This is an optimization exercise on Yosys and OpenROAD, whose aim is small area, a short achievable clock period and few clock cycles per item, not a production implementation.
Function was checked by simulation only, so behaviour that the tests miss may differ from the original.
Power figures rest on the tool's default switching activity, not on a simulated workload.

==> config.mk <==
export PLATFORM = sky130hd
export DESIGN_NAME = traj_eval
export DESIGN_NICKNAME = traj_eval
export VERILOG_FILES = /design/flow/design.v
export SDC_FILE = /design/flow/constraint.sdc
export NUM_CORES = 4
export LEC_CHECK = 0
export CAP_MARGIN = 20
export CORE_MARGIN = 2
export CORE_UTILIZATION = 40
export SLEW_MARGIN = 20
export SYNTH_HIERARCHICAL = 1
==> constraint.sdc <==
create_clock -name core_clock -period 14.0 [get_ports {clk}]
set_input_delay 2.8000 -clock core_clock [delete_from_list [all_inputs] [get_ports {clk}]]
set_output_delay 2.8000 -clock core_clock [all_outputs]
set_load 0.01 [all_outputs]
==> design.v <==
module traj_eval (
    input             clk,
    input             rst,
    input             in_valid,
    output            in_ready,
    input      [63:0] t,
    input      [63:0] s,
    input      [31:0] dur,
    input      [31:0] p0,
    input      [31:0] c1,
    input      [31:0] c2,
    input      [31:0] c3,
    output reg        out_valid,
    output     [31:0] p_cmd
);
    reg         ready_r;
    assign in_ready = ready_r;
    wire        accept = in_valid & ready_r;
    localparam [1:0] F_IDLE = 2'd0,
                     F_C1   = 2'd1,
                     F_DIV  = 2'd2,
                     F_DONE = 2'd3;
    reg  [1:0]  fst;
    reg  [3:0]  dcnt;
    reg  [31:0] dlo;
    reg  [7:0]  glo;
    reg  [7:0]  phi;
    reg  [6:0]  ghi;
    reg  [7:0]  z1p;
    reg         m0, m1;
    reg  [31:0] dur_r;
    wire [31:0] th = t[63:32];
    wire [31:0] sh = s[63:32];
    wire [31:0] z1b;
    genvar      gz;
    generate
        for (gz = 0; gz < 32; gz = gz + 1) begin : g_z1
            if (gz == 0) begin : g_b0
                assign z1b[gz] = th[0] ^ sh[0];
            end else begin : g_bi
                assign z1b[gz] = (th[gz] ~^ sh[gz]) ~^ (th[gz-1] | ~sh[gz-1]);
            end
        end
    endgenerate
    integer     ci;
    always @(posedge clk) begin
        for (ci = 0; ci < 8; ci = ci + 1) begin
            dlo[4*ci +: 4] <= t[4*ci +: 4] - s[4*ci +: 4];
            glo[ci]        <= t[4*ci +: 4] < s[4*ci +: 4];
            phi[ci]        <= th[4*ci +: 4] == sh[4*ci +: 4];
            z1p[ci]        <= &z1b[4*ci +: 4];
        end
        for (ci = 0; ci < 7; ci = ci + 1)
            ghi[ci] <= th[4*ci +: 4] < sh[4*ci +: 4];
        m0    <= th[31] ^ sh[31] ^ (th[30:28] <  sh[30:28]);
        m1    <= th[31] ^ sh[31] ^ (th[30:28] <= sh[30:28]);
        dur_r <= dur;
    end
    reg  [31:0] dlow;
    reg  [8:0]  bch;
    reg  [7:0]  bhi;
    integer     cj;
    always @(*) begin
        bch[0] = 1'b0;
        for (cj = 0; cj < 8; cj = cj + 1) begin
            dlow[4*cj +: 4] = dlo[4*cj +: 4] - {3'd0, bch[cj]};
            bch[cj+1]       = glo[cj] | ((dlo[4*cj +: 4] == 4'd0) & bch[cj]);
        end
        bhi[0] = bch[8];
        for (cj = 0; cj < 7; cj = cj + 1)
            bhi[cj+1] = ghi[cj] | (phi[cj] & bhi[cj]);
    end
    wire        early_c = bhi[7] ? m1 : m0;
    wire        hz_c    = bch[8] ? (&z1p) : (&phi);
    reg         early_r;    
    reg         hz_r;       
    reg  [33:0] r;          
    reg  [25:0] q;          
    reg  [34:0] d3;         
    wire [35:0] dd    = {3'b000, dur_r, 1'b0};
    wire [35:0] dd3   = {1'b0, d3};
    reg         n0x, n0y_n;
    wire        n0    = r[33];
    wire [35:0] r2    = {r[33], r, 1'b0};
    wire [35:0] r4    = {r, 2'b00};
    wire [35:0] sa    = r2 + (n0 ? dd  : ~dd)  + {35'd0, ~n0};        
    wire [35:0] sx    = r4 + (n0x ? dd  : ~dd3) + {35'd0, ~n0x};     
    wire [35:0] sy    = r4 + (~n0y_n ? dd3 : ~dd) + {35'd0, n0y_n};  
    wire        n1    = sa[35];
    wire [35:0] sb    = n1 ? sy : sx;
    wire [34:0] d3n = {1'b0, dur_r, 2'b00} + {2'b00, dur_r, 1'b0};
    wire        dz     = (dur_r == 32'd0);
    wire        force0 = dz | early_r;
    wire        force1 = ~hz_r | q[25];
    wire [23:0] u_fin  = force0 ? 24'd0 : force1 ? 24'hFFFFFF : q[24:1];
    wire        f_last = (fst == F_DIV) && (dcnt == 4'd12);
    wire        f_done_soon = (fst == F_DONE) | f_last;
    always @(posedge clk) begin
        if (rst || !in_valid) begin
            fst <= F_IDLE;
        end else begin
            case (fst)
                F_IDLE: fst <= F_C1;
                F_C1:   fst <= F_DIV;
                F_DIV:  if (dcnt == 4'd12) fst <= F_DONE;
                F_DONE: if (accept) fst <= F_IDLE;
                default: fst <= F_IDLE;
            endcase
        end
    end
    always @(posedge clk) begin
        d3    <= d3n;
        n0x   <= (fst == F_DIV) & sb[35];
        n0y_n <= ~((fst == F_DIV) & sb[35]);
        case (fst)
            F_C1: begin
                r       <= {2'b00, dlow};
                early_r <= early_c;
                hz_r    <= hz_c;
                dcnt    <= 4'd0;
            end
            F_DIV: begin
                r    <= sb[33:0];
                q    <= {q[23:0], ~n1, ~sb[35]};
                dcnt <= dcnt + 4'd1;
            end
            default: ;
        endcase
    end
    reg         busy;
    reg  [4:0]  bcnt;           
    reg  [23:0] bu;             
    reg  [25:0] bu3;            
    reg  [31:0] k2, k1, k0;     
    reg         ld;             
    always @(posedge clk) begin
        if (ld) begin
            bu  <= u_fin;
            bu3 <= {2'b00, u_fin} + {1'b0, u_fin, 1'b0};
            k2 <= c2;
            k1 <= c1;
            k0 <= p0;
        end
    end
    wire        busy_next = rst ? 1'b0 :
                            accept ? 1'b1 :
                            (busy & (bcnt != 5'd16));
    wire [4:0]  bcnt_next = ld ? 5'd0 : (bcnt + 5'd1);
    wire        free_soon = ~busy | (bcnt == 5'd15) | (bcnt == 5'd16);
    wire        load_next = ~rst & ~ready_r & f_done_soon & free_soon;
    reg         c_clr;      
    reg         c_sx;       
    reg  [8:0]  c_k;        
    reg  [1:0]  c_step;
    always @(posedge clk) begin
        busy    <= busy_next;
        bcnt    <= bcnt_next;
        ready_r <= load_next & in_valid;
        ld      <= load_next;
        c_clr   <= (bcnt_next == 5'd0) | (bcnt_next == 5'd4) | (bcnt_next == 5'd10);
        c_sx    <= sx_nx;
        c_k[0]  <= (bcnt_next == 5'd1);
        c_k[1]  <= (bcnt_next == 5'd2);
        c_k[2]  <= (bcnt_next == 5'd3);
        c_k[3]  <= (bcnt_next == 5'd7);
        c_k[4]  <= (bcnt_next == 5'd8);
        c_k[5]  <= (bcnt_next == 5'd9);
        c_k[6]  <= (bcnt_next == 5'd14);
        c_k[7]  <= (bcnt_next == 5'd15);
        c_k[8]  <= (bcnt_next == 5'd16);
        c_step  <= (bcnt_next <= 5'd3) ? 2'd1 : (bcnt_next <= 5'd9) ? 2'd2 : 2'd3;
    end
    reg  [15:0] sl0, sl1, sl2, sl3, sl4, sl5;
    reg         sgn;
    wire        sx_nx  = (bcnt_next == 5'd2) | (bcnt_next == 5'd3) | (bcnt_next == 5'd8) |
                         (bcnt_next == 5'd9) | (bcnt_next == 5'd16);
    wire        sgn_nx = c_sx ? sgn : sl0[15];
    wire [15:0] sl0_nx = ld ? c3[15:0] : sl1;
    wire [15:0] d_nx   = sx_nx ? {16{sgn_nx}} : sl0_nx;
    reg  [7:0]  ps_a, ps_b, ps_c;    
    integer     cp;
    always @(posedge clk) begin
        for (cp = 0; cp < 8; cp = cp + 1) begin
            ps_a[cp] <= d_nx[2*cp] & ~d_nx[2*cp+1];
            ps_b[cp] <= ~d_nx[2*cp] & d_nx[2*cp+1];
            ps_c[cp] <= d_nx[2*cp] & d_nx[2*cp+1];
        end
    end
    wire [15:0] cdig = ({16{c_k[0]}} & {k2[7:0], 8'h00}) |
                       ({16{c_k[1]}} & k2[23:8]) |
                       ({16{c_k[2]}} & {{8{k2[31]}}, k2[31:24]}) |
                       ({16{c_k[3]}} & k1[15:0]) |
                       ({16{c_k[4]}} & k1[31:16]) |
                       ({16{c_k[5]}} & {16{k1[31]}}) |
                       ({16{c_k[6]}} & {k0[7:0], 8'h00}) |
                       ({16{c_k[7]}} & k0[23:8]) |
                       ({16{c_k[8]}} & {8'h00, k0[31:24]});
    wire [15:0] cdig_n = ~cdig;
    reg  [24:0] acc_s_n, acc_c_n;
    wire [24:0] am_s_n = acc_s_n | {25{c_clr}};
    wire [24:0] am_c_n = acc_c_n | {25{c_clr}};
    wire [25:0] bu1 = {2'b00, bu};
    wire [25:0] bu2 = {1'b0, bu, 1'b0};
    wire [25:0] pp_n0 = ~(({26{ps_a[0]}} & bu1) | ({26{ps_b[0]}} & bu2) | ({26{ps_c[0]}} & bu3));
    wire [25:0] pp_n1 = ~(({26{ps_a[1]}} & bu1) | ({26{ps_b[1]}} & bu2) | ({26{ps_c[1]}} & bu3));
    wire [25:0] pp_n2 = ~(({26{ps_a[2]}} & bu1) | ({26{ps_b[2]}} & bu2) | ({26{ps_c[2]}} & bu3));
    wire [25:0] pp_n3 = ~(({26{ps_a[3]}} & bu1) | ({26{ps_b[3]}} & bu2) | ({26{ps_c[3]}} & bu3));
    wire [25:0] pp_n4 = ~(({26{ps_a[4]}} & bu1) | ({26{ps_b[4]}} & bu2) | ({26{ps_c[4]}} & bu3));
    wire [25:0] pp_n5 = ~(({26{ps_a[5]}} & bu1) | ({26{ps_b[5]}} & bu2) | ({26{ps_c[5]}} & bu3));
    wire [25:0] pp_n6 = ~(({26{ps_a[6]}} & bu1) | ({26{ps_b[6]}} & bu2) | ({26{ps_c[6]}} & bu3));
    wire [25:0] pp_n7 = ~(({26{ps_a[7]}} & bu1) | ({26{ps_b[7]}} & bu2) | ({26{ps_c[7]}} & bu3));
    wire [40:0] ts_n, tc_n;
    wire w1, w2;
    assign w1 = ~(am_s_n[12] ^ am_c_n[12]);
    assign w2 = am_s_n[12] | am_c_n[12];
    wire w3, w4;
    traj_fa u_w3 (.a(am_s_n[13]), .b(am_c_n[13]), .c(cdig_n[13]), .s(w3), .co(w4));
    wire w5, w6;
    traj_fa u_w5 (.a(am_s_n[14]), .b(am_c_n[14]), .c(cdig_n[14]), .s(w5), .co(w6));
    wire w7, w8;
    assign w7 = ~(pp_n0[14] ^ pp_n1[12]);
    assign w8 = pp_n0[14] | pp_n1[12];
    wire w9, w10;
    traj_fa u_w9 (.a(am_s_n[15]), .b(am_c_n[15]), .c(cdig_n[15]), .s(w9), .co(w10));
    wire w11, w12;
    traj_fa u_w11 (.a(pp_n0[15]), .b(pp_n1[13]), .c(pp_n2[11]), .s(w11), .co(w12));
    wire w13, w14;
    traj_fa u_w13 (.a(am_s_n[16]), .b(am_c_n[16]), .c(pp_n0[16]), .s(w13), .co(w14));
    wire w15, w16;
    assign w15 = ~(pp_n1[14] ^ pp_n2[12]);
    assign w16 = pp_n1[14] | pp_n2[12];
    wire w17, w18;
    traj_fa u_w17 (.a(am_s_n[17]), .b(am_c_n[17]), .c(pp_n0[17]), .s(w17), .co(w18));
    wire w19, w20;
    assign w19 = ~(pp_n1[15] ^ pp_n2[13]);
    assign w20 = pp_n1[15] | pp_n2[13];
    wire w21, w22;
    traj_fa u_w21 (.a(am_s_n[18]), .b(am_c_n[18]), .c(pp_n0[18]), .s(w21), .co(w22));
    wire w23, w24;
    assign w23 = ~(pp_n1[16] ^ pp_n2[14]);
    assign w24 = pp_n1[16] | pp_n2[14];
    wire w25, w26;
    traj_fa u_w25 (.a(am_s_n[19]), .b(am_c_n[19]), .c(pp_n0[19]), .s(w25), .co(w26));
    wire w27, w28;
    assign w27 = ~(pp_n1[17] ^ pp_n2[15]);
    assign w28 = pp_n1[17] | pp_n2[15];
    wire w29, w30;
    traj_fa u_w29 (.a(am_s_n[20]), .b(am_c_n[20]), .c(pp_n0[20]), .s(w29), .co(w30));
    wire w31, w32;
    assign w31 = ~(pp_n1[18] ^ pp_n2[16]);
    assign w32 = pp_n1[18] | pp_n2[16];
    wire w33, w34;
    traj_fa u_w33 (.a(am_s_n[21]), .b(am_c_n[21]), .c(pp_n0[21]), .s(w33), .co(w34));
    wire w35, w36;
    assign w35 = ~(pp_n1[19] ^ pp_n2[17]);
    assign w36 = pp_n1[19] | pp_n2[17];
    wire w37, w38;
    traj_fa u_w37 (.a(am_s_n[22]), .b(am_c_n[22]), .c(pp_n0[22]), .s(w37), .co(w38));
    wire w39, w40;
    assign w39 = ~(pp_n1[20] ^ pp_n2[18]);
    assign w40 = pp_n1[20] | pp_n2[18];
    wire w41, w42;
    traj_fa u_w41 (.a(am_s_n[23]), .b(am_c_n[23]), .c(pp_n0[23]), .s(w41), .co(w42));
    wire w43, w44;
    assign w43 = ~(pp_n1[21] ^ pp_n2[19]);
    assign w44 = pp_n1[21] | pp_n2[19];
    wire w45, w46;
    traj_fa u_w45 (.a(am_s_n[24]), .b(am_c_n[24]), .c(pp_n0[24]), .s(w45), .co(w46));
    wire w47, w48;
    assign w47 = ~(pp_n1[22] ^ pp_n2[20]);
    assign w48 = pp_n1[22] | pp_n2[20];
    wire w49, w50;
    assign w49 = ~(pp_n0[25] ^ pp_n1[23]);
    assign w50 = pp_n0[25] | pp_n1[23];
    wire w51, w52;
    assign w51 = ~(am_s_n[6] ^ am_c_n[6]);
    assign w52 = am_s_n[6] | am_c_n[6];
    wire w53, w54;
    traj_fa u_w53 (.a(am_s_n[7]), .b(am_c_n[7]), .c(cdig_n[7]), .s(w53), .co(w54));
    wire w55, w56;
    traj_fa u_w55 (.a(am_s_n[8]), .b(am_c_n[8]), .c(cdig_n[8]), .s(w55), .co(w56));
    wire w57, w58;
    assign w57 = ~(pp_n0[8] ^ pp_n1[6]);
    assign w58 = pp_n0[8] | pp_n1[6];
    wire w59, w60;
    traj_fa u_w59 (.a(am_s_n[9]), .b(am_c_n[9]), .c(cdig_n[9]), .s(w59), .co(w60));
    wire w61, w62;
    traj_fa u_w61 (.a(pp_n0[9]), .b(pp_n1[7]), .c(pp_n2[5]), .s(w61), .co(w62));
    wire w63, w64;
    traj_fa u_w63 (.a(am_s_n[10]), .b(am_c_n[10]), .c(cdig_n[10]), .s(w63), .co(w64));
    wire w65, w66;
    traj_fa u_w65 (.a(pp_n0[10]), .b(pp_n1[8]), .c(pp_n2[6]), .s(w65), .co(w66));
    wire w67, w68;
    assign w67 = ~(pp_n3[4] ^ pp_n4[2]);
    assign w68 = pp_n3[4] | pp_n4[2];
    wire w69, w70;
    traj_fa u_w69 (.a(am_s_n[11]), .b(am_c_n[11]), .c(cdig_n[11]), .s(w69), .co(w70));
    wire w71, w72;
    traj_fa u_w71 (.a(pp_n0[11]), .b(pp_n1[9]), .c(pp_n2[7]), .s(w71), .co(w72));
    wire w73, w74;
    traj_fa u_w73 (.a(pp_n3[5]), .b(pp_n4[3]), .c(pp_n5[1]), .s(w73), .co(w74));
    wire w75, w76;
    traj_fa u_w75 (.a(cdig_n[12]), .b(w1), .c(pp_n0[12]), .s(w75), .co(w76));
    wire w77, w78;
    traj_fa u_w77 (.a(pp_n1[10]), .b(pp_n2[8]), .c(pp_n3[6]), .s(w77), .co(w78));
    wire w79, w80;
    traj_fa u_w79 (.a(pp_n4[4]), .b(pp_n5[2]), .c(pp_n6[0]), .s(w79), .co(w80));
    wire w81, w82;
    traj_fa u_w81 (.a(w2), .b(pp_n0[13]), .c(pp_n1[11]), .s(w81), .co(w82));
    wire w83, w84;
    traj_fa u_w83 (.a(pp_n2[9]), .b(pp_n3[7]), .c(pp_n4[5]), .s(w83), .co(w84));
    wire w85, w86;
    traj_fa u_w85 (.a(pp_n5[3]), .b(pp_n6[1]), .c(w3), .s(w85), .co(w86));
    wire w87, w88;
    traj_fa u_w87 (.a(pp_n2[10]), .b(pp_n3[8]), .c(pp_n4[6]), .s(w87), .co(w88));
    wire w89, w90;
    traj_fa u_w89 (.a(pp_n5[4]), .b(pp_n6[2]), .c(pp_n7[0]), .s(w89), .co(w90));
    wire w91, w92;
    traj_fa u_w91 (.a(w4), .b(w5), .c(w7), .s(w91), .co(w92));
    wire w93, w94;
    traj_fa u_w93 (.a(pp_n3[9]), .b(pp_n4[7]), .c(pp_n5[5]), .s(w93), .co(w94));
    wire w95, w96;
    traj_fa u_w95 (.a(pp_n6[3]), .b(pp_n7[1]), .c(w6), .s(w95), .co(w96));
    wire w97, w98;
    traj_fa u_w97 (.a(w9), .b(w8), .c(w11), .s(w97), .co(w98));
    wire w99, w100;
    traj_fa u_w99 (.a(pp_n3[10]), .b(pp_n4[8]), .c(pp_n5[6]), .s(w99), .co(w100));
    wire w101, w102;
    traj_fa u_w101 (.a(pp_n6[4]), .b(pp_n7[2]), .c(w10), .s(w101), .co(w102));
    wire w103, w104;
    traj_fa u_w103 (.a(w15), .b(w12), .c(w13), .s(w103), .co(w104));
    wire w105, w106;
    traj_fa u_w105 (.a(pp_n3[11]), .b(pp_n4[9]), .c(pp_n5[7]), .s(w105), .co(w106));
    wire w107, w108;
    traj_fa u_w107 (.a(pp_n6[5]), .b(pp_n7[3]), .c(w16), .s(w107), .co(w108));
    wire w109, w110;
    traj_fa u_w109 (.a(w19), .b(w14), .c(w17), .s(w109), .co(w110));
    wire w111, w112;
    traj_fa u_w111 (.a(pp_n3[12]), .b(pp_n4[10]), .c(pp_n5[8]), .s(w111), .co(w112));
    wire w113, w114;
    traj_fa u_w113 (.a(pp_n6[6]), .b(pp_n7[4]), .c(w20), .s(w113), .co(w114));
    wire w115, w116;
    traj_fa u_w115 (.a(w23), .b(w18), .c(w21), .s(w115), .co(w116));
    wire w117, w118;
    traj_fa u_w117 (.a(pp_n3[13]), .b(pp_n4[11]), .c(pp_n5[9]), .s(w117), .co(w118));
    wire w119, w120;
    traj_fa u_w119 (.a(pp_n6[7]), .b(pp_n7[5]), .c(w24), .s(w119), .co(w120));
    wire w121, w122;
    traj_fa u_w121 (.a(w27), .b(w22), .c(w25), .s(w121), .co(w122));
    wire w123, w124;
    traj_fa u_w123 (.a(pp_n3[14]), .b(pp_n4[12]), .c(pp_n5[10]), .s(w123), .co(w124));
    wire w125, w126;
    traj_fa u_w125 (.a(pp_n6[8]), .b(pp_n7[6]), .c(w28), .s(w125), .co(w126));
    wire w127, w128;
    traj_fa u_w127 (.a(w31), .b(w26), .c(w29), .s(w127), .co(w128));
    wire w129, w130;
    traj_fa u_w129 (.a(pp_n3[15]), .b(pp_n4[13]), .c(pp_n5[11]), .s(w129), .co(w130));
    wire w131, w132;
    traj_fa u_w131 (.a(pp_n6[9]), .b(pp_n7[7]), .c(w32), .s(w131), .co(w132));
    wire w133, w134;
    traj_fa u_w133 (.a(w35), .b(w30), .c(w33), .s(w133), .co(w134));
    wire w135, w136;
    traj_fa u_w135 (.a(pp_n3[16]), .b(pp_n4[14]), .c(pp_n5[12]), .s(w135), .co(w136));
    wire w137, w138;
    traj_fa u_w137 (.a(pp_n6[10]), .b(pp_n7[8]), .c(w36), .s(w137), .co(w138));
    wire w139, w140;
    traj_fa u_w139 (.a(w39), .b(w34), .c(w37), .s(w139), .co(w140));
    wire w141, w142;
    traj_fa u_w141 (.a(pp_n3[17]), .b(pp_n4[15]), .c(pp_n5[13]), .s(w141), .co(w142));
    wire w143, w144;
    traj_fa u_w143 (.a(pp_n6[11]), .b(pp_n7[9]), .c(w40), .s(w143), .co(w144));
    wire w145, w146;
    traj_fa u_w145 (.a(w43), .b(w38), .c(w41), .s(w145), .co(w146));
    wire w147, w148;
    traj_fa u_w147 (.a(pp_n3[18]), .b(pp_n4[16]), .c(pp_n5[14]), .s(w147), .co(w148));
    wire w149, w150;
    traj_fa u_w149 (.a(pp_n6[12]), .b(pp_n7[10]), .c(w44), .s(w149), .co(w150));
    wire w151, w152;
    traj_fa u_w151 (.a(w47), .b(w42), .c(w45), .s(w151), .co(w152));
    wire w153, w154;
    traj_fa u_w153 (.a(pp_n2[21]), .b(pp_n3[19]), .c(pp_n4[17]), .s(w153), .co(w154));
    wire w155, w156;
    traj_fa u_w155 (.a(pp_n5[15]), .b(pp_n6[13]), .c(pp_n7[11]), .s(w155), .co(w156));
    wire w157, w158;
    traj_fa u_w157 (.a(w48), .b(w49), .c(w46), .s(w157), .co(w158));
    wire w159, w160;
    traj_fa u_w159 (.a(pp_n1[24]), .b(pp_n2[22]), .c(pp_n3[20]), .s(w159), .co(w160));
    wire w161, w162;
    traj_fa u_w161 (.a(pp_n4[18]), .b(pp_n5[16]), .c(pp_n6[14]), .s(w161), .co(w162));
    wire w163, w164;
    assign w163 = ~(pp_n7[12] ^ w50);
    assign w164 = pp_n7[12] | w50;
    wire w165, w166;
    traj_fa u_w165 (.a(pp_n1[25]), .b(pp_n2[23]), .c(pp_n3[21]), .s(w165), .co(w166));
    wire w167, w168;
    traj_fa u_w167 (.a(pp_n4[19]), .b(pp_n5[17]), .c(pp_n6[15]), .s(w167), .co(w168));
    wire w169, w170;
    traj_fa u_w169 (.a(pp_n2[24]), .b(pp_n3[22]), .c(pp_n4[20]), .s(w169), .co(w170));
    wire w171, w172;
    assign w171 = ~(pp_n2[25] ^ pp_n3[23]);
    assign w172 = pp_n2[25] | pp_n3[23];
    wire w173, w174;
    assign w173 = ~(am_s_n[2] ^ am_c_n[2]);
    assign w174 = am_s_n[2] | am_c_n[2];
    wire w175, w176;
    traj_fa u_w175 (.a(am_s_n[3]), .b(am_c_n[3]), .c(cdig_n[3]), .s(w175), .co(w176));
    wire w177, w178;
    traj_fa u_w177 (.a(am_s_n[4]), .b(am_c_n[4]), .c(cdig_n[4]), .s(w177), .co(w178));
    wire w179, w180;
    assign w179 = ~(pp_n0[4] ^ pp_n1[2]);
    assign w180 = pp_n0[4] | pp_n1[2];
    wire w181, w182;
    traj_fa u_w181 (.a(am_s_n[5]), .b(am_c_n[5]), .c(cdig_n[5]), .s(w181), .co(w182));
    wire w183, w184;
    traj_fa u_w183 (.a(pp_n0[5]), .b(pp_n1[3]), .c(pp_n2[1]), .s(w183), .co(w184));
    wire w185, w186;
    traj_fa u_w185 (.a(cdig_n[6]), .b(w51), .c(pp_n0[6]), .s(w185), .co(w186));
    wire w187, w188;
    traj_fa u_w187 (.a(pp_n1[4]), .b(pp_n2[2]), .c(pp_n3[0]), .s(w187), .co(w188));
    wire w189, w190;
    traj_fa u_w189 (.a(w52), .b(pp_n0[7]), .c(pp_n1[5]), .s(w189), .co(w190));
    wire w191, w192;
    traj_fa u_w191 (.a(pp_n2[3]), .b(pp_n3[1]), .c(w53), .s(w191), .co(w192));
    wire w193, w194;
    traj_fa u_w193 (.a(pp_n2[4]), .b(pp_n3[2]), .c(pp_n4[0]), .s(w193), .co(w194));
    wire w195, w196;
    traj_fa u_w195 (.a(w54), .b(w55), .c(w57), .s(w195), .co(w196));
    wire w197, w198;
    traj_fa u_w197 (.a(pp_n3[3]), .b(pp_n4[1]), .c(w56), .s(w197), .co(w198));
    wire w199, w200;
    traj_fa u_w199 (.a(w59), .b(w58), .c(w61), .s(w199), .co(w200));
    wire w201, w202;
    traj_fa u_w201 (.a(pp_n5[0]), .b(w60), .c(w63), .s(w201), .co(w202));
    wire w203, w204;
    traj_fa u_w203 (.a(w67), .b(w62), .c(w65), .s(w203), .co(w204));
    wire w205, w206;
    traj_fa u_w205 (.a(w64), .b(w69), .c(w68), .s(w205), .co(w206));
    wire w207, w208;
    traj_fa u_w207 (.a(w66), .b(w71), .c(w73), .s(w207), .co(w208));
    wire w209, w210;
    traj_fa u_w209 (.a(w70), .b(w72), .c(w74), .s(w209), .co(w210));
    wire w211, w212;
    traj_fa u_w211 (.a(w75), .b(w77), .c(w79), .s(w211), .co(w212));
    wire w213, w214;
    traj_fa u_w213 (.a(w76), .b(w78), .c(w80), .s(w213), .co(w214));
    wire w215, w216;
    traj_fa u_w215 (.a(w81), .b(w83), .c(w85), .s(w215), .co(w216));
    wire w217, w218;
    traj_fa u_w217 (.a(w82), .b(w84), .c(w87), .s(w217), .co(w218));
    wire w219, w220;
    traj_fa u_w219 (.a(w89), .b(w86), .c(w91), .s(w219), .co(w220));
    wire w221, w222;
    traj_fa u_w221 (.a(w88), .b(w90), .c(w93), .s(w221), .co(w222));
    wire w223, w224;
    traj_fa u_w223 (.a(w95), .b(w92), .c(w97), .s(w223), .co(w224));
    wire w225, w226;
    traj_fa u_w225 (.a(w94), .b(w99), .c(w96), .s(w225), .co(w226));
    wire w227, w228;
    traj_fa u_w227 (.a(w101), .b(w98), .c(w103), .s(w227), .co(w228));
    wire w229, w230;
    traj_fa u_w229 (.a(w100), .b(w105), .c(w102), .s(w229), .co(w230));
    wire w231, w232;
    traj_fa u_w231 (.a(w107), .b(w104), .c(w109), .s(w231), .co(w232));
    wire w233, w234;
    traj_fa u_w233 (.a(w106), .b(w111), .c(w108), .s(w233), .co(w234));
    wire w235, w236;
    traj_fa u_w235 (.a(w113), .b(w110), .c(w115), .s(w235), .co(w236));
    wire w237, w238;
    traj_fa u_w237 (.a(w112), .b(w117), .c(w114), .s(w237), .co(w238));
    wire w239, w240;
    traj_fa u_w239 (.a(w119), .b(w116), .c(w121), .s(w239), .co(w240));
    wire w241, w242;
    traj_fa u_w241 (.a(w118), .b(w123), .c(w120), .s(w241), .co(w242));
    wire w243, w244;
    traj_fa u_w243 (.a(w125), .b(w122), .c(w127), .s(w243), .co(w244));
    wire w245, w246;
    traj_fa u_w245 (.a(w124), .b(w129), .c(w126), .s(w245), .co(w246));
    wire w247, w248;
    traj_fa u_w247 (.a(w131), .b(w128), .c(w133), .s(w247), .co(w248));
    wire w249, w250;
    traj_fa u_w249 (.a(w130), .b(w135), .c(w132), .s(w249), .co(w250));
    wire w251, w252;
    traj_fa u_w251 (.a(w137), .b(w134), .c(w139), .s(w251), .co(w252));
    wire w253, w254;
    traj_fa u_w253 (.a(w136), .b(w141), .c(w138), .s(w253), .co(w254));
    wire w255, w256;
    traj_fa u_w255 (.a(w143), .b(w140), .c(w145), .s(w255), .co(w256));
    wire w257, w258;
    traj_fa u_w257 (.a(w142), .b(w147), .c(w144), .s(w257), .co(w258));
    wire w259, w260;
    traj_fa u_w259 (.a(w149), .b(w146), .c(w151), .s(w259), .co(w260));
    wire w261, w262;
    traj_fa u_w261 (.a(w148), .b(w153), .c(w155), .s(w261), .co(w262));
    wire w263, w264;
    traj_fa u_w263 (.a(w150), .b(w152), .c(w157), .s(w263), .co(w264));
    wire w265, w266;
    traj_fa u_w265 (.a(w154), .b(w156), .c(w159), .s(w265), .co(w266));
    wire w267, w268;
    traj_fa u_w267 (.a(w161), .b(w163), .c(w158), .s(w267), .co(w268));
    wire w269, w270;
    traj_fa u_w269 (.a(pp_n7[13]), .b(w160), .c(w162), .s(w269), .co(w270));
    wire w271, w272;
    traj_fa u_w271 (.a(w165), .b(w167), .c(w164), .s(w271), .co(w272));
    wire w273, w274;
    traj_fa u_w273 (.a(pp_n5[18]), .b(pp_n6[16]), .c(pp_n7[14]), .s(w273), .co(w274));
    wire w275, w276;
    traj_fa u_w275 (.a(w166), .b(w168), .c(w169), .s(w275), .co(w276));
    wire w277, w278;
    traj_fa u_w277 (.a(pp_n4[21]), .b(pp_n5[19]), .c(pp_n6[17]), .s(w277), .co(w278));
    wire w279, w280;
    traj_fa u_w279 (.a(pp_n7[15]), .b(w171), .c(w170), .s(w279), .co(w280));
    wire w281, w282;
    traj_fa u_w281 (.a(pp_n3[24]), .b(pp_n4[22]), .c(pp_n5[20]), .s(w281), .co(w282));
    wire w283, w284;
    traj_fa u_w283 (.a(pp_n6[18]), .b(pp_n7[16]), .c(w172), .s(w283), .co(w284));
    wire w285, w286;
    traj_fa u_w285 (.a(pp_n3[25]), .b(pp_n4[23]), .c(pp_n5[21]), .s(w285), .co(w286));
    wire w287, w288;
    assign w287 = ~(pp_n6[19] ^ pp_n7[17]);
    assign w288 = pp_n6[19] | pp_n7[17];
    wire w289, w290;
    traj_fa u_w289 (.a(pp_n4[24]), .b(pp_n5[22]), .c(pp_n6[20]), .s(w289), .co(w290));
    wire w291, w292;
    assign w291 = ~(pp_n4[25] ^ pp_n5[23]);
    assign w292 = pp_n4[25] | pp_n5[23];
    wire w293, w294;
    assign w293 = ~(am_s_n[0] ^ am_c_n[0]);
    assign w294 = am_s_n[0] | am_c_n[0];
    wire w295, w296;
    traj_fa u_w295 (.a(am_s_n[1]), .b(am_c_n[1]), .c(cdig_n[1]), .s(w295), .co(w296));
    wire w297, w298;
    traj_fa u_w297 (.a(cdig_n[2]), .b(w173), .c(pp_n0[2]), .s(w297), .co(w298));
    wire w299, w300;
    traj_fa u_w299 (.a(w174), .b(pp_n0[3]), .c(pp_n1[1]), .s(w299), .co(w300));
    wire w301, w302;
    traj_fa u_w301 (.a(pp_n2[0]), .b(w176), .c(w177), .s(w301), .co(w302));
    wire w303, w304;
    traj_fa u_w303 (.a(w178), .b(w181), .c(w180), .s(w303), .co(w304));
    wire w305, w306;
    traj_fa u_w305 (.a(w182), .b(w184), .c(w185), .s(w305), .co(w306));
    wire w307, w308;
    traj_fa u_w307 (.a(w186), .b(w188), .c(w189), .s(w307), .co(w308));
    wire w309, w310;
    traj_fa u_w309 (.a(w190), .b(w193), .c(w192), .s(w309), .co(w310));
    wire w311, w312;
    traj_fa u_w311 (.a(w194), .b(w197), .c(w196), .s(w311), .co(w312));
    wire w313, w314;
    traj_fa u_w313 (.a(w198), .b(w201), .c(w200), .s(w313), .co(w314));
    wire w315, w316;
    traj_fa u_w315 (.a(w202), .b(w205), .c(w204), .s(w315), .co(w316));
    wire w317, w318;
    traj_fa u_w317 (.a(w206), .b(w208), .c(w209), .s(w317), .co(w318));
    wire w319, w320;
    traj_fa u_w319 (.a(w210), .b(w212), .c(w213), .s(w319), .co(w320));
    wire w321, w322;
    traj_fa u_w321 (.a(w214), .b(w217), .c(w216), .s(w321), .co(w322));
    wire w323, w324;
    traj_fa u_w323 (.a(w218), .b(w221), .c(w220), .s(w323), .co(w324));
    wire w325, w326;
    traj_fa u_w325 (.a(w222), .b(w225), .c(w224), .s(w325), .co(w326));
    wire w327, w328;
    traj_fa u_w327 (.a(w226), .b(w229), .c(w228), .s(w327), .co(w328));
    wire w329, w330;
    traj_fa u_w329 (.a(w230), .b(w233), .c(w232), .s(w329), .co(w330));
    wire w331, w332;
    traj_fa u_w331 (.a(w234), .b(w237), .c(w236), .s(w331), .co(w332));
    wire w333, w334;
    traj_fa u_w333 (.a(w238), .b(w241), .c(w240), .s(w333), .co(w334));
    wire w335, w336;
    traj_fa u_w335 (.a(w242), .b(w245), .c(w244), .s(w335), .co(w336));
    wire w337, w338;
    traj_fa u_w337 (.a(w246), .b(w249), .c(w248), .s(w337), .co(w338));
    wire w339, w340;
    traj_fa u_w339 (.a(w250), .b(w253), .c(w252), .s(w339), .co(w340));
    wire w341, w342;
    traj_fa u_w341 (.a(w254), .b(w257), .c(w256), .s(w341), .co(w342));
    wire w343, w344;
    traj_fa u_w343 (.a(w261), .b(w258), .c(w260), .s(w343), .co(w344));
    wire w345, w346;
    traj_fa u_w345 (.a(w262), .b(w265), .c(w264), .s(w345), .co(w346));
    wire w347, w348;
    traj_fa u_w347 (.a(w266), .b(w269), .c(w271), .s(w347), .co(w348));
    wire w349, w350;
    traj_fa u_w349 (.a(w273), .b(w270), .c(w275), .s(w349), .co(w350));
    wire w351, w352;
    traj_fa u_w351 (.a(w274), .b(w277), .c(w276), .s(w351), .co(w352));
    wire w353, w354;
    traj_fa u_w353 (.a(w278), .b(w281), .c(w283), .s(w353), .co(w354));
    wire w355, w356;
    traj_fa u_w355 (.a(w287), .b(w282), .c(w285), .s(w355), .co(w356));
    wire w357, w358;
    traj_fa u_w357 (.a(pp_n7[18]), .b(w288), .c(w286), .s(w357), .co(w358));
    wire w359, w360;
    traj_fa u_w359 (.a(pp_n6[21]), .b(pp_n7[19]), .c(w291), .s(w359), .co(w360));
    wire w361, w362;
    traj_fa u_w361 (.a(pp_n5[24]), .b(pp_n6[22]), .c(pp_n7[20]), .s(w361), .co(w362));
    wire w363, w364;
    assign w363 = ~(pp_n5[25] ^ pp_n6[23]);
    assign w364 = pp_n5[25] | pp_n6[23];
    wire w365, w366;
    assign w365 = ~(cdig_n[0] ^ w293);
    assign w366 = cdig_n[0] | w293;
    wire w367, w368;
    traj_fa u_w367 (.a(w294), .b(pp_n0[1]), .c(w295), .s(w367), .co(w368));
    wire w369, w370;
    traj_fa u_w369 (.a(pp_n1[0]), .b(w296), .c(w297), .s(w369), .co(w370));
    wire w371, w372;
    traj_fa u_w371 (.a(w175), .b(w298), .c(w299), .s(w371), .co(w372));
    wire w373, w374;
    traj_fa u_w373 (.a(w179), .b(w300), .c(w301), .s(w373), .co(w374));
    wire w375, w376;
    traj_fa u_w375 (.a(w183), .b(w302), .c(w303), .s(w375), .co(w376));
    wire w377, w378;
    traj_fa u_w377 (.a(w187), .b(w304), .c(w305), .s(w377), .co(w378));
    wire w379, w380;
    traj_fa u_w379 (.a(w191), .b(w306), .c(w307), .s(w379), .co(w380));
    wire w381, w382;
    traj_fa u_w381 (.a(w195), .b(w308), .c(w309), .s(w381), .co(w382));
    wire w383, w384;
    traj_fa u_w383 (.a(w199), .b(w310), .c(w311), .s(w383), .co(w384));
    wire w385, w386;
    traj_fa u_w385 (.a(w203), .b(w312), .c(w313), .s(w385), .co(w386));
    wire w387, w388;
    traj_fa u_w387 (.a(w207), .b(w314), .c(w315), .s(w387), .co(w388));
    wire w389, w390;
    traj_fa u_w389 (.a(w211), .b(w316), .c(w317), .s(w389), .co(w390));
    wire w391, w392;
    traj_fa u_w391 (.a(w215), .b(w318), .c(w319), .s(w391), .co(w392));
    wire w393, w394;
    traj_fa u_w393 (.a(w219), .b(w320), .c(w321), .s(w393), .co(w394));
    wire w395, w396;
    traj_fa u_w395 (.a(w223), .b(w322), .c(w323), .s(w395), .co(w396));
    wire w397, w398;
    traj_fa u_w397 (.a(w227), .b(w324), .c(w325), .s(w397), .co(w398));
    wire w399, w400;
    traj_fa u_w399 (.a(w231), .b(w326), .c(w327), .s(w399), .co(w400));
    wire w401, w402;
    traj_fa u_w401 (.a(w235), .b(w328), .c(w329), .s(w401), .co(w402));
    wire w403, w404;
    traj_fa u_w403 (.a(w239), .b(w330), .c(w331), .s(w403), .co(w404));
    wire w405, w406;
    traj_fa u_w405 (.a(w243), .b(w332), .c(w333), .s(w405), .co(w406));
    wire w407, w408;
    traj_fa u_w407 (.a(w247), .b(w334), .c(w335), .s(w407), .co(w408));
    wire w409, w410;
    traj_fa u_w409 (.a(w251), .b(w336), .c(w337), .s(w409), .co(w410));
    wire w411, w412;
    traj_fa u_w411 (.a(w255), .b(w338), .c(w339), .s(w411), .co(w412));
    wire w413, w414;
    traj_fa u_w413 (.a(w259), .b(w340), .c(w341), .s(w413), .co(w414));
    wire w415, w416;
    traj_fa u_w415 (.a(w263), .b(w342), .c(w343), .s(w415), .co(w416));
    wire w417, w418;
    traj_fa u_w417 (.a(w267), .b(w344), .c(w345), .s(w417), .co(w418));
    wire w419, w420;
    traj_fa u_w419 (.a(w268), .b(w347), .c(w346), .s(w419), .co(w420));
    wire w421, w422;
    traj_fa u_w421 (.a(w272), .b(w349), .c(w348), .s(w421), .co(w422));
    wire w423, w424;
    traj_fa u_w423 (.a(w279), .b(w350), .c(w351), .s(w423), .co(w424));
    wire w425, w426;
    traj_fa u_w425 (.a(w280), .b(w353), .c(w352), .s(w425), .co(w426));
    wire w427, w428;
    traj_fa u_w427 (.a(w284), .b(w355), .c(w354), .s(w427), .co(w428));
    wire w429, w430;
    traj_fa u_w429 (.a(w289), .b(w356), .c(w357), .s(w429), .co(w430));
    wire w431, w432;
    traj_fa u_w431 (.a(w290), .b(w359), .c(w358), .s(w431), .co(w432));
    wire w433, w434;
    traj_fa u_w433 (.a(w292), .b(w361), .c(w360), .s(w433), .co(w434));
    wire w435, w436;
    traj_fa u_w435 (.a(pp_n7[21]), .b(w363), .c(w362), .s(w435), .co(w436));
    wire w437, w438;
    traj_fa u_w437 (.a(pp_n6[24]), .b(pp_n7[22]), .c(w364), .s(w437), .co(w438));
    wire w439, w440;
    assign w439 = ~(pp_n6[25] ^ pp_n7[23]);
    assign w440 = pp_n6[25] | pp_n7[23];
    assign ts_n[0] = w365;
    assign tc_n[0] = pp_n0[0];
    assign ts_n[1] = w366;
    assign tc_n[1] = w367;
    assign ts_n[2] = w368;
    assign tc_n[2] = w369;
    assign ts_n[3] = w370;
    assign tc_n[3] = w371;
    assign ts_n[4] = w372;
    assign tc_n[4] = w373;
    assign ts_n[5] = w374;
    assign tc_n[5] = w375;
    assign ts_n[6] = w376;
    assign tc_n[6] = w377;
    assign ts_n[7] = w378;
    assign tc_n[7] = w379;
    assign ts_n[8] = w380;
    assign tc_n[8] = w381;
    assign ts_n[9] = w382;
    assign tc_n[9] = w383;
    assign ts_n[10] = w384;
    assign tc_n[10] = w385;
    assign ts_n[11] = w386;
    assign tc_n[11] = w387;
    assign ts_n[12] = w388;
    assign tc_n[12] = w389;
    assign ts_n[13] = w390;
    assign tc_n[13] = w391;
    assign ts_n[14] = w392;
    assign tc_n[14] = w393;
    assign ts_n[15] = w394;
    assign tc_n[15] = w395;
    assign ts_n[16] = w396;
    assign tc_n[16] = w397;
    assign ts_n[17] = w398;
    assign tc_n[17] = w399;
    assign ts_n[18] = w400;
    assign tc_n[18] = w401;
    assign ts_n[19] = w402;
    assign tc_n[19] = w403;
    assign ts_n[20] = w404;
    assign tc_n[20] = w405;
    assign ts_n[21] = w406;
    assign tc_n[21] = w407;
    assign ts_n[22] = w408;
    assign tc_n[22] = w409;
    assign ts_n[23] = w410;
    assign tc_n[23] = w411;
    assign ts_n[24] = w412;
    assign tc_n[24] = w413;
    assign ts_n[25] = w414;
    assign tc_n[25] = w415;
    assign ts_n[26] = w416;
    assign tc_n[26] = w417;
    assign ts_n[27] = w418;
    assign tc_n[27] = w419;
    assign ts_n[28] = w420;
    assign tc_n[28] = w421;
    assign ts_n[29] = w422;
    assign tc_n[29] = w423;
    assign ts_n[30] = w424;
    assign tc_n[30] = w425;
    assign ts_n[31] = w426;
    assign tc_n[31] = w427;
    assign ts_n[32] = w428;
    assign tc_n[32] = w429;
    assign ts_n[33] = w430;
    assign tc_n[33] = w431;
    assign ts_n[34] = w432;
    assign tc_n[34] = w433;
    assign ts_n[35] = w434;
    assign tc_n[35] = w435;
    assign ts_n[36] = w436;
    assign tc_n[36] = w437;
    assign ts_n[37] = w438;
    assign tc_n[37] = w439;
    assign ts_n[38] = w440;
    assign tc_n[38] = pp_n7[24];
    assign ts_n[39] = pp_n7[25];
    assign tc_n[39] = 1'b1;
    assign ts_n[40] = 1'b1;
    assign tc_n[40] = 1'b1;
    reg  [15:0] lo_s_n, lo_c_n;
    reg         cy;
    reg         w_first, w_last, w_valid;
    reg  [1:0]  w_step;
    wire [16:0] dsum_n = {1'b0, lo_s_n} + {1'b0, lo_c_n} + {16'd0, ~(cy & ~w_first)};
    wire [15:0] dig    = ~dsum_n[15:0];
    always @(posedge clk) begin
        acc_s_n <= ts_n[40:16];
        acc_c_n <= tc_n[40:16];
        lo_s_n  <= ts_n[15:0];
        lo_c_n  <= tc_n[15:0];
        w_first <= c_clr;
        w_step  <= c_step;
        sgn     <= sgn_nx;
        cy      <= ~dsum_n[16];
        sl0     <= sl0_nx;
        sl1     <= ld ? c3[31:16] : sl2;
        sl2     <= (w_step == 2'd1) ? dig : sl3;
        sl3     <= sl4;
        sl4     <= (w_step == 2'd2) ? dig : sl5;
        sl5     <= dig;
    end
    always @(posedge clk) begin
        if (rst) begin
            w_valid   <= 1'b0;
            w_last    <= 1'b0;
            out_valid <= 1'b0;
        end else begin
            w_valid   <= busy;
            w_last    <= busy & (bcnt == 5'd16);
            out_valid <= w_valid & w_last;
        end
    end
    assign p_cmd = {sl5[7:0], sl4, sl3[15:8]};
endmodule
module traj_fa (
    input  a,
    input  b,
    input  c,
    output s,
    output co
);
    assign s  = a ^ b ^ c;
    assign co = (a & b) | (a & c) | (b & c);
endmodule
==> run.sh <==
#!/bin/bash
# synth_recipe.tcl (not shown) runs the flow's synth.tcl, then flattens the netlist and writes it again
# the make line also repeats each setting of config.mk as NAME=value (left out here)
make -C /OpenROAD-flow-scripts/flow DESIGN_CONFIG=/design/flow/config.mk WORK_HOME=/design/flow/orfs CLKGATE_MAP_FILE= SYNTH_SCRIPT=/design/flow/synth_recipe.tcl finish
==> notes.md <==
[per-stage QoR]
step | total power, mW | hold WS [ns]
final | 10.0 | 0.329
after detailed placement | 8.17 | 0.316
after global placement | 8.07 | 0.314
after CTS | 10.1 | 0.329
after global routing | 10.8 | 0.343
after floorplan | 6.34 | 0.310
[cell families after synthesis]
logic type                 after synthesis
AOI/OAI and AO/OA                      776
and+or+nand+nor                        597
DFF                                    559
adders and majority gates              536
buffers and inverters                  523
xor gates and xnor gates               209
muxes                                   97
other                                    1
[synth_stat cells (all sizes together), types with 11 or more instances]
master  number  share of area [%]
a211oi      21               0.49
a21o        61                1.3
a21oi      136                1.9
a221oi      20               0.51
a222oi     185                5.2
a22oi       33               0.70
a31oi       11               0.19
and2        12               0.21
and3        26               0.46
and4        12               0.30
buf         54               0.80
clkbuf     133                1.4
dfxtp      348                 20
edfxtp     211                 18
fa         207                 12
ha         329                 12
inv        336                3.6
mux2        55                1.7
mux2i       42                1.2
nand2      138                1.5
nand2b      26               0.46
nand3       35               0.49
nand4       19               0.34
nor2       157                1.7
nor2b       31               0.57
nor3        47               0.66
nor4        18               0.36
o211ai      13               0.29
o21a        53                1.1
o21ai      122                1.8
o21bai      14               0.30
or2         48               0.85
or3         13               0.23
xnor2      157                3.9
xor2        52                1.3
[path summary, 6_finish.rpt]
kind / startpoint / endpoint / slack (ns)
max reg2reg: dur_r[29] / bu3[23] / 8.97
min: c_step[1] / w_step[1] / 0.33
min reg2reg: c_step[1] / w_step[1] / 0.33
max: dur_r[29] / bu3[23] / 8.97
[layout make-up]
class,count,area (um^2),area share [%]
Antenna cell,3,7.51,0.0178
Clock buffer,84,1810,4.31
Clock inverter,39,549,1.31
Inverter,336,1260,3.00
Multi-Input combinational cell,2218,20100,47.8
Sequential cell,559,13300,31.6
Tap cell,1165,1460,3.46
Timing Repair Buffer,367,3570,8.48
[power by group through the flow]
stage | sequential, mW | clock (mW) | combinational (mW)
after global routing | 2.50 | 1.95 | 6.40
final | 2.46 | 1.85 | 5.72
after CTS | 2.46 | 1.89 | 5.71
after floorplan | 2.39 | 0 | 3.95
after global placement | 2.49 | 0 | 5.58
after detailed placement | 2.49 | 0 | 5.68
[metal layers]
metal | GRT usage, % | vias up | share of wire [%]
li1 | - | 12500 | -
met1 | 27.2 | 12600 | 40
met2 | 37.3 | 1097 | 48
met3 | 4.55 | 264 | 7.8
met4 | 7.84 | 2 | 3.5
met5 | 0 | - | 0.014
[modules after synthesis (local to each module, per instance)]
| module | cells inside | flops+latches | cell area [um^2] | copies in the design |
|---|---|---|---|---|
| traj_eval | 3103 | 559 | 31500 | 1 |
| traj_fa | 1 | 0 | 20.0 | 195 |
[sequential cells by signal, indices dropped and copies added (netlist names), 16 cells and up]
signal / count
dlo: 32
bu: 24
lo_s_n: 16
q: 26
sl4: 16
acc_s_n: 24
dur_r: 32
sl3: 16
k2: 32
lo_c_n: 16
k1: 32
sl5: 16
acc_c_n: 23
sl2: 16
r: 34
k0: 32
bu3: 25
sl1: 16
d3: 34
[worst reg2reg max path: cells and delay by family, from the launching register on]
family,cells,cell delay [ns]
flops,1,0.35
fa+ha+maj,3,0.66
compound gates,8,2.40
buf+inv,4,0.54
simple gates,4,0.74
mux,1,0.17
==> impl_metrics.csv <==
group,metric,value,unit
floorplanning,floorplan.die_area,0.0909,mm^2
worst_setup_path,critical_path_peak_fanout,24,
yosys,ys_seq_area_share,37.6,%
finish,syn2layout_area_growth,18.8,%
yosys,adder_cell_share_of_the_synthesized_area,23.3,%
clock_network,cts.sink_count,559,
timing,max_slew_margin,15.7,%
yosys,compound_cell_area_share_of_the_yosys_netlist,16.8,%
global_route,overflow,0,
hold_path,hold_class,"reg -> reg",
yosys,synth_cell_type_count,97,
worst_setup_path,worstSetupPathType,"reg -> reg",
power,ir_worst_vdd,0.000178,V
worst_setup_path,cp_startpoint_kind,"flop",
clock_network,clk_transition_reported_paths,0.06,ns
power,sw_frac_of_total,41.3,%
power,total_switching_power,4.15,mW
clock_network,cts_made_buffers,67,
floorplanning,placeableCoreArea,0.0881,mm^2
global_route,first_pass_grt_wire_length,154,mm
routing,viasPerCell,5.54,
worst_setup_path,critical_path_buf_inv_count,4,
worst_setup_path,gate_family_responsible_for_the_most_delay_along_the_worst_path,"compound AO/OA/AOI/OAI gates",
worst_setup_path,cpMostUsedCell,"inv_1",
yosys,postSynth.topFlopCell,"dfxtp_1",
placed_design,dp.cells,4645,
timing,fin_skew,0.0429,ns
finish,n_fill_cell,8174,
global_route,grt_pass1_vias,26800,
yosys,syn-mean-instance-area,10.7,um^2
placed_design,half_perimeter_wire_length_of_the_detailed_placement_result,74.5,mm
power,pwr-share-seq,24.6,%
yosys,synthesis.area,0.0354,mm^2
floorplanning,rows,109,
power,power_frac_comb,57.0,%
timing,finalHoldViolations,0,
floorplanning,fp.dieH,302,um
placed_design,place.port_buffers,324,
finish,finalCoreUtilization,47.8,%
worst_setup_path,worstSetupPathDepth,20,
finish,final_cells,4771,
yosys,postSynthCellCount,3298,
clock_network,cts_htree_levels,3,
yosys,ys_ff_latch,559,
yosys,post_synthesis_simple_gate_area_fraction,8.47,%
yosys,async_reset_ff_share,0,%
yosys,number_of_flops_mapped_to_enable_cells_by_yosys,211,
power,total_power_per_unit_cell_area,238,mW/mm^2
finish,most_used_cells_in_the_layout_excluding_fill_and_tap_cells,"dfxtp_1 (344), inv_1 (336), ha_1 (327), clkdlybuf4s50_1 (324), edfxtp_1 (211)",
timing,setup_repair_after_global_routing_missed_its_margin,"false",
clock_network,hold_buffers,0,
worst_setup_path,r2r_cells,20,
routing,routedWlPerCell,21.2,um
finish,finalNetCount,4376,
routing,ant_nets,0,
timing,final.setup.tns,0,ns
worst_setup_path,crit_path_cell_trace,"inv_1 -> ha_1 -> nand4_1 -> nor4_1 -> nor2_1 -> buf_4 -> o21ai_0 -> inv_1 -> ha_1 -> inv_1 -> fa_1 -> nor2b_1 -> o21ai_1 -> a21boi_0 -> o41ai_1 -> a211oi_1 -> o2111ai_1 -> a31oi_1 -> mux2i_1 -> a2111oi_2",
clock_network,cts.root.buffer_cell,"clkbuf_16",
power,power_frac_clock,18.4,%
yosys,synthXorXnorAreaFrac,5.17,%
worst_setup_path,max_stage_delay,0.76,ns
routing,detail_route.drc_violations,0,
placed_design,post_detailed_placement_cell_area,0.0397,mm^2
global_route,global_route_usage_sum,21.8,%
clock_network,cts_resized,0,
timing,post_layout_minimum_cycle_time,5.03,ns
power,internal-power,5.88,mW
worst_setup_path,worst-endpoint-arrival,5.48,ns
timing,max_freq,0.199,GHz
timing,final_max_slew_viol_count,0,
placed_design,place.gp.congestion,0.886,
clock_network,clock_tree_from_tritoncts,"built",
floorplanning,io_pins,325,
worst_setup_path,required,14.44,ns
worst_setup_path,critical_path.endpoint_type,"flop",
outcome,status,"complete, no violations",
floorplanning,start_util,40.2,%
routing,total_routed_wirelength,101,mm
global_route,grt_start_max_net_pins,90,
floorplanning,die_w,302,um
clock_network,clock_tree.buffer_depth,3,
yosys,multiplexer_share_of_the_synthesized_area,2.94,%
power,p_leak,16.8,nW
finish,mostFrequentLayoutCell,"dfxtp_1",
timing,worst_pin_slew,1.26,ns
placed_design,pre_cts_slack,9.10,ns
clock_network,post-cts-setup-buffer-count,0,
hold_path,worstHoldPathCells,0,
global_route,grt_antenna_before_repair,7,
routing,detailedRoute.firstPassIterationCount,15,
clock_network,clk_latency,0.65,ns
timing,final.period_utilization,36.0,%
timing,setup-violations-final,0,
routing,initialDrtViolationCount,3437,
finish,layout-drive-gt1-share,8.27,%
worst_setup_path,critPathSlowestCell,"o41ai_1",
timing,layout_setup_ws,8.97,ns
finish,post-route-cell-area,0.0421,mm^2
routing,num_vias,26500,
yosys,synth_top_family_by_area,"adder cells",
yosys,synth.yosys.warnings,7,
flow_run,max_cap_viol_count,0,
Testbench counts, summed over its fixed seeds: cycles 54,544, items 3,200.

==> re-timing with driven ports <==
In the flow no input, the clock included, has a driving cell. The finished layout below was timed again as built, in two steps.
Step 1 (the two cells are an assumption about what drives the block):
set clk [get_ports {clk}]
set_driving_cell -lib_cell sky130_fd_sc_hd__clkbuf_16 $clk
set_driving_cell -lib_cell sky130_fd_sc_hd__buf_2 [delete_from_list [all_inputs] $clk]
Step 2 times the ports against the registers' clock, not the clock port: input delays grow and output delays shrink by t, the midpoint of the rising clock arrivals with the driver on.
a / b / c = ideal / step 1 / step 2; a / b = the first two.
shift t [ns]: 0.692
slack for setup (ns): 8.965 / 8.965 / 8.965
hold slack, ns: 0.329 / 0.329 / 0.329
worst setup path after step 2: register to register
latest minus earliest clock arrival (ns): 0.043 / 0.043
After both steps setup and hold are still met in this run. The setup slack of this run moves by 0.000 ns with the drivers and by 0.000 ns with both steps.
